Source: an optimization exercise on an open RTL-to-GDS flow (aim: small area, a short achievable clock period and few clock cycles). Production flows keep margins and buffers that such runs may drop.
In this exercise RTL edits were held to simulation tests only and were not proved equivalent to the original.

--- flow/constraint.sdc ---
create_clock -name core_clock -period 10.0 [get_ports {clk}]
set_input_delay 2.0000 -clock core_clock [delete_from_list [all_inputs] [get_ports {clk}]]
set_output_delay 2.0000 -clock core_clock [all_outputs]
set_load 0.01 [all_outputs]
--- flow/config.mk ---
export PLATFORM = sky130hd
export DESIGN_NAME = sha256_core
export DESIGN_NICKNAME = sha256_core
export VERILOG_FILES = /design/flow/design.v
export SDC_FILE = /design/flow/constraint.sdc
export NUM_CORES = 4
export LEC_CHECK = 0
export CAP_MARGIN = 20
export CORE_MARGIN = 2
export CORE_UTILIZATION = 40
export SLEW_MARGIN = 20
--- flow/run.sh ---
#!/bin/bash
# synth_recipe.tcl (not shown) runs the flow's synth.tcl, then flattens the netlist and writes it again
# the make line also repeats each setting of config.mk as NAME=value (left out here)
make -C /OpenROAD-flow-scripts/flow DESIGN_CONFIG=/design/flow/config.mk WORK_HOME=/design/flow/orfs CLKGATE_MAP_FILE= SYNTH_SCRIPT=/design/flow/synth_recipe.tcl finish
--- flow/design.v ---
module sha256_core (
    input  wire         clk,
    input  wire         rst,
    input  wire         in_valid,
    input  wire         in_first,
    input  wire [31:0]  in_data,
    output wire         in_ready,
    output reg          out_valid,
    output wire [255:0] digest
);
    localparam [1:0] S_LOAD  = 2'd0,
                     S_INIT  = 2'd1,
                     S_ROUND = 2'd2,
                     S_FINAL = 2'd3;
    reg [1:0]  state;
    reg [3:0]  wcnt;
    reg [5:0]  t;
    reg [31:0] w [0:15];         
    reg [31:0] h [0:7];          
    reg [31:0] a, b, c, d, e, f, g, hh;
    reg [31:0] k_t;
    always @(*) begin
        begin
            case (t)
                6'd0:  k_t = 32'h428a2f98;  6'd1:  k_t = 32'h71374491;
                6'd2:  k_t = 32'hb5c0fbcf;  6'd3:  k_t = 32'he9b5dba5;
                6'd4:  k_t = 32'h3956c25b;  6'd5:  k_t = 32'h59f111f1;
                6'd6:  k_t = 32'h923f82a4;  6'd7:  k_t = 32'hab1c5ed5;
                6'd8:  k_t = 32'hd807aa98;  6'd9:  k_t = 32'h12835b01;
                6'd10: k_t = 32'h243185be;  6'd11: k_t = 32'h550c7dc3;
                6'd12: k_t = 32'h72be5d74;  6'd13: k_t = 32'h80deb1fe;
                6'd14: k_t = 32'h9bdc06a7;  6'd15: k_t = 32'hc19bf174;
                6'd16: k_t = 32'he49b69c1;  6'd17: k_t = 32'hefbe4786;
                6'd18: k_t = 32'h0fc19dc6;  6'd19: k_t = 32'h240ca1cc;
                6'd20: k_t = 32'h2de92c6f;  6'd21: k_t = 32'h4a7484aa;
                6'd22: k_t = 32'h5cb0a9dc;  6'd23: k_t = 32'h76f988da;
                6'd24: k_t = 32'h983e5152;  6'd25: k_t = 32'ha831c66d;
                6'd26: k_t = 32'hb00327c8;  6'd27: k_t = 32'hbf597fc7;
                6'd28: k_t = 32'hc6e00bf3;  6'd29: k_t = 32'hd5a79147;
                6'd30: k_t = 32'h06ca6351;  6'd31: k_t = 32'h14292967;
                6'd32: k_t = 32'h27b70a85;  6'd33: k_t = 32'h2e1b2138;
                6'd34: k_t = 32'h4d2c6dfc;  6'd35: k_t = 32'h53380d13;
                6'd36: k_t = 32'h650a7354;  6'd37: k_t = 32'h766a0abb;
                6'd38: k_t = 32'h81c2c92e;  6'd39: k_t = 32'h92722c85;
                6'd40: k_t = 32'ha2bfe8a1;  6'd41: k_t = 32'ha81a664b;
                6'd42: k_t = 32'hc24b8b70;  6'd43: k_t = 32'hc76c51a3;
                6'd44: k_t = 32'hd192e819;  6'd45: k_t = 32'hd6990624;
                6'd46: k_t = 32'hf40e3585;  6'd47: k_t = 32'h106aa070;
                6'd48: k_t = 32'h19a4c116;  6'd49: k_t = 32'h1e376c08;
                6'd50: k_t = 32'h2748774c;  6'd51: k_t = 32'h34b0bcb5;
                6'd52: k_t = 32'h391c0cb3;  6'd53: k_t = 32'h4ed8aa4a;
                6'd54: k_t = 32'h5b9cca4f;  6'd55: k_t = 32'h682e6ff3;
                6'd56: k_t = 32'h748f82ee;  6'd57: k_t = 32'h78a5636f;
                6'd58: k_t = 32'h84c87814;  6'd59: k_t = 32'h8cc70208;
                6'd60: k_t = 32'h90befffa;  6'd61: k_t = 32'ha4506ceb;
                6'd62: k_t = 32'hbef9a3f7;  default: k_t = 32'hc67178f2;
            endcase
        end
    end
    function [31:0] rotr;
        input [31:0] x;
        input integer n;
        begin
            rotr = (x >> n) | (x << (32 - n));
        end
    endfunction
    wire [31:0] s1   = rotr(e, 6) ^ rotr(e, 11) ^ rotr(e, 25);
    wire [31:0] ch   = (e & f) ^ (~e & g);
    wire [31:0] t1   = hh + s1 + ch + k_t + w[0];
    wire [31:0] s0   = rotr(a, 2) ^ rotr(a, 13) ^ rotr(a, 22);
    wire [31:0] maj  = (a & b) ^ (a & c) ^ (b & c);
    wire [31:0] t2   = s0 + maj;
    wire [31:0] ss0  = rotr(w[1], 7) ^ rotr(w[1], 18) ^ (w[1] >> 3);
    wire [31:0] ss1  = rotr(w[14], 17) ^ rotr(w[14], 19) ^ (w[14] >> 10);
    wire [31:0] wnew = ss1 + w[9] + ss0 + w[0];
    assign in_ready = (state == S_LOAD);
    assign digest   = {h[0], h[1], h[2], h[3], h[4], h[5], h[6], h[7]};
    integer i;
    always @(posedge clk) begin
        out_valid <= 1'b0;
        if (rst) begin
            state <= S_LOAD;
            wcnt  <= 4'd0;
        end else begin
            case (state)
                S_LOAD: begin
                    if (in_valid) begin
                        w[wcnt] <= in_data;
                        if (wcnt == 4'd0 && in_first) begin
                            h[0] <= 32'h6a09e667; h[1] <= 32'hbb67ae85;
                            h[2] <= 32'h3c6ef372; h[3] <= 32'ha54ff53a;
                            h[4] <= 32'h510e527f; h[5] <= 32'h9b05688c;
                            h[6] <= 32'h1f83d9ab; h[7] <= 32'h5be0cd19;
                        end
                        wcnt <= wcnt + 4'd1;
                        if (wcnt == 4'd15)
                            state <= S_INIT;
                    end
                end
                S_INIT: begin
                    a  <= h[0]; b <= h[1]; c <= h[2]; d  <= h[3];
                    e  <= h[4]; f <= h[5]; g <= h[6]; hh <= h[7];
                    t     <= 6'd0;
                    state <= S_ROUND;
                end
                S_ROUND: begin
                    hh <= g;
                    g  <= f;
                    f  <= e;
                    e  <= d + t1;
                    d  <= c;
                    c  <= b;
                    b  <= a;
                    a  <= t1 + t2;
                    for (i = 0; i < 15; i = i + 1)
                        w[i] <= w[i + 1];
                    w[15] <= wnew;
                    t <= t + 6'd1;
                    if (t == 6'd63)
                        state <= S_FINAL;
                end
                S_FINAL: begin
                    h[0] <= h[0] + a;  h[1] <= h[1] + b;
                    h[2] <= h[2] + c;  h[3] <= h[3] + d;
                    h[4] <= h[4] + e;  h[5] <= h[5] + f;
                    h[6] <= h[6] + g;  h[7] <= h[7] + hh;
                    out_valid <= 1'b1;
                    state     <= S_LOAD;
                end
            endcase
        end
    end
endmodule
==> impl_metrics.sql <==
INSERT INTO impl_metrics (metric_group, metric, value, unit) VALUES
('yosys', 'synth-edff-count', '1030', ''),
('yosys', 'yosys.area.top_type_share', '45.2', '%'),
('cts', 'cts.reportedPaths.clkPinSlew', '0.06', 'ns'),
('yosys', 'ys.warnings.count', '2', ''),
('finish', 'final.fill_count', '15800', ''),
('critical_path', 'path_delay_family', 'adder cells', ''),
('timing', 'min_period', '8.03', 'ns'),
('finish', 'postLayoutCellArea', '77700', 'µm²'),
('critical_path', 'timing.reg2reg.setup_slack', '1.97', 'ns'),
('cts', 'cts-hold-fix-buffers', '0', ''),
('grt', 'global_route_wire_length_before_repair', '328000', 'µm'),
('route', 'postRouteAntennaNets', '0', ''),
('yosys', 'synth_area', '68500', 'µm²'),
('floorplanning', 'num_io_pins', '294', ''),
('timing', 'totalNegativeSetupSlack', '0', 'ns'),
('route', 'drt_pass1_iterations', '8', ''),
('cts', 'cts_buffer_depth', '3', ''),
('critical_path', 'reg2reg_from', 'e[26]', ''),
('critical_path', 'critical_path_endpoint_category', 'flop', ''),
('route', 'wl_per_cell', '26.0', 'µm'),
('yosys', 'synth.distinct_cells', '92', ''),
('grt', 'grt_pass1_vias', '48100', ''),
('cts', 'cts_tree', 'yes', ''),
('yosys', 'synth_cells', '6135', ''),
('critical_path', 'required', '10.52', 'ns'),
('critical_path', 'crit_arrival', '8.56', 'ns'),
('route', 'drt_iter0_drc', '4466', ''),
('placement', 'detailedPlacementHpwl', '166000', 'µm'),
('yosys', 'synth_most_common_cell', 'sky130_fd_sc_hd__edfxtp_1', ''),
('grt', 'global_route.usage.total', '25.3', '%'),
('yosys', 'async_flop_share', '0', '%'),
('cts', 'clock_tree.root_cell', 'sky130_fd_sc_hd__clkbuf_16', ''),
('critical_path', 'worstSetupEndpoint', 'a[29]', ''),
('timing', 'post-route-period-util', '80.3', '%'),
('floorplanning', 'fp.dieH', '418', 'µm'),
('placement', 'numPortBuffers', '293', ''),
('critical_path', 'critical_path.most_common_cell', 'sky130_fd_sc_hd__fa_1', ''),
('critical_path', 'criticalPathCategory', 'reg -> reg', ''),
('finish', 'syn2layout_area_growth', '13.4', '%'),
('floorplanning', 'placeable_area', '170000', 'µm²'),
('floorplanning', 'row_count', '151', ''),
('grt', 'largest_net_degree_at_the_start_of_global_routing', '228', ''),
('timing', 'hold_ws', '0.497', 'ns'),
('floorplanning', 'horizontal_die_dimension', '418', 'µm'),
('grt', 'grt_overflow_total', '0', ''),
('worst_hold_path', 'hp-class', 'reg -> reg', ''),
('timing', 'headroom_to_the_max_slew_limit', '18.7', '%'),
('finish', 'final_nets', '6945', ''),
('timing', 'finClkSkew', '0.0361', 'ns'),
('critical_path', 'crit_slowest_cell', 'sky130_fd_sc_hd__a2111oi_0', ''),
('placement', 'dpl.cell_count', '8412', ''),
('critical_path', 'critical_path_buf_inv_count', '4', ''),
('route', 'routed_via_density', '5.71', ''),
('run_status', 'run_status', 'complete, no violations', ''),
('floorplanning', 'floorplan.die_area', '174000', 'µm²'),
('yosys', 'synth.area.top_cells', 'sky130_fd_sc_hd__edfxtp_1 45%, sky130_fd_sc_hd__a21o_1 7.3%, sky130_fd_sc_hd__ha_1 7.3%', ''),
('cts', 'post_cts_resized', '0', ''),
('timing', 'grt_setup_unrepaired', 'false', ''),
('yosys', 'yosys_most_used_dff', 'sky130_fd_sc_hd__edfxtp_1', ''),
('route', 'vias', '49300', ''),
('cts', 'clkLatencyLatePin', '0.80', 'ns'),
('run', 'cap_viol_max_count', '0', ''),
('critical_path', 'reg2reg_to', 'a[29]', ''),
('critical_path', 'rr_worst_depth', '31', ''),
('yosys', 'synth-seq-area-share', '46.3', '%');
## worst min path at each step
stage / start / to / depth (start not counted) / slack (ns)
6_report: w[5][10] / w[4][10] / 1 / 0.50
2_1_floorplan: wcnt[1] / wcnt[1] / 2 / 0.48
5_1_grt: w[12][3] / w[11][3] / 1 / 0.52
3_3_place_gp: w[15][27] / w[14][27] / 1 / 0.50
4_1_cts: w[12][12] / w[11][12] / 1 / 0.51
3_5_place_dp: w[10][7] / w[9][7] / 1 / 0.50
## cell families after synthesis
| family | Yosys count | share of synthesized area [%] |
|---|---|---|
| compound gates | 1779 | 17.5 |
| mux | 262 | 4.30 |
| buf+inv | 712 | 3.90 |
| simple gates | 1151 | 7.70 |
| xor+xnor | 567 | 7.25 |
| flops | 1069 | 46.3 |
| fa+ha+maj | 595 | 13.0 |
## cell usage in the layout, fill, tap and decap left out, types with 59 or more instances in the layout
master,Yosys,final
sky130_fd_sc_hd__nand2b_1,72,71
sky130_fd_sc_hd__xor2_1,205,205
sky130_fd_sc_hd__edfxtp_1,1030,1030
sky130_fd_sc_hd__fa_1,195,195
sky130_fd_sc_hd__clkbuf_16,0,122
sky130_fd_sc_hd__ha_1,397,395
sky130_fd_sc_hd__nor3_1,80,80
sky130_fd_sc_hd__inv_1,413,412
sky130_fd_sc_hd__nand2_1,386,384
sky130_fd_sc_hd__mux2_2,256,256
sky130_fd_sc_hd__o21ai_0,321,321
sky130_fd_sc_hd__a21o_1,665,663
sky130_fd_sc_hd__nor2_1,336,335
sky130_fd_sc_hd__clkdlybuf4s50_1,0,293
sky130_fd_sc_hd__xnor2_1,362,362
sky130_fd_sc_hd__a21oi_1,345,342
sky130_fd_sc_hd__nand3_1,59,59
## routing by layer
| metal | track usage, % | routed length (µm) | vias up |
|---|---|---|---|
| met5 | 0 | 0 | - |
| met4 | 12.2 | 12500 | 0 |
| met3 | 2.92 | 10800 | 400 |
| met2 | 42.1 | 107000 | 1501 |
| met1 | 32.9 | 94400 | 24900 |
| li1 | - | - | 22600 |
## state kept, by name, indices dropped and copies added (netlist names), 6 cells and up
name,count
e,32
d,32
h,256
c,32
g,32
f,32
k_t,32
w,512
a,32
b,32
t,6
hh,32
## through the flow
stage	utilization (%)	setup WS, ns
6_report	45.8	1.97
5_1_grt	45.8	1.48
4_1_cts	45.8	2.01
3_5_place_dp	43.4	2.07
3_3_place_gp	43.4	2.14
2_1_floorplan	-	0.0857
## final cells by class
| type | instances | area, µm² | share of cell area, % |
|---|---|---|---|
| Timing Repair Buffer | 355 | 3460 | 4.46 |
| Multi-Input combinational cell | 4354 | 34200 | 44.0 |
| Sequential cell | 1069 | 31700 | 40.8 |
| Clock buffer | 144 | 3140 | 4.04 |
| Tap cell | 2218 | 2780 | 3.57 |
| Clock inverter | 80 | 835 | 1.07 |
| Antenna cell | 1 | 2.50 | 0.00322 |
| Inverter | 416 | 1570 | 2.02 |
Testbench counts, summed over its fixed seeds: cycles 41,984.

[static timing again, ports no longer ideal]
Ports are ideal in the flow. The routed layout listed here was re-timed in OpenROAD. Step 1: set_driving_cell puts a clkbuf_16 on clk and a buf_2 on each other input, an assumption about the parent block. Step 2 adds t to the input delays and takes it off the output delays; t is the mean of the earliest and latest rising clock arrival at the registers after step 1. Input paths then give back, and output paths get back, about the clock's delay inside the block. a / b / c = ideal ports / drivers / drivers and shift; a / b = the first two.
shift t [ns]: 0.861
setup WS [ns]: 1.966 / 1.966 / 1.966
worst hold slack (ns): 0.497 / 0.497 / 0.497
clock arrival spread, ns: 0.038 / 0.038
After both steps this run still meets setup and hold. For this run, drivers alone change the setup slack by 0.000 ns; drivers and shift together by 0.000 ns.
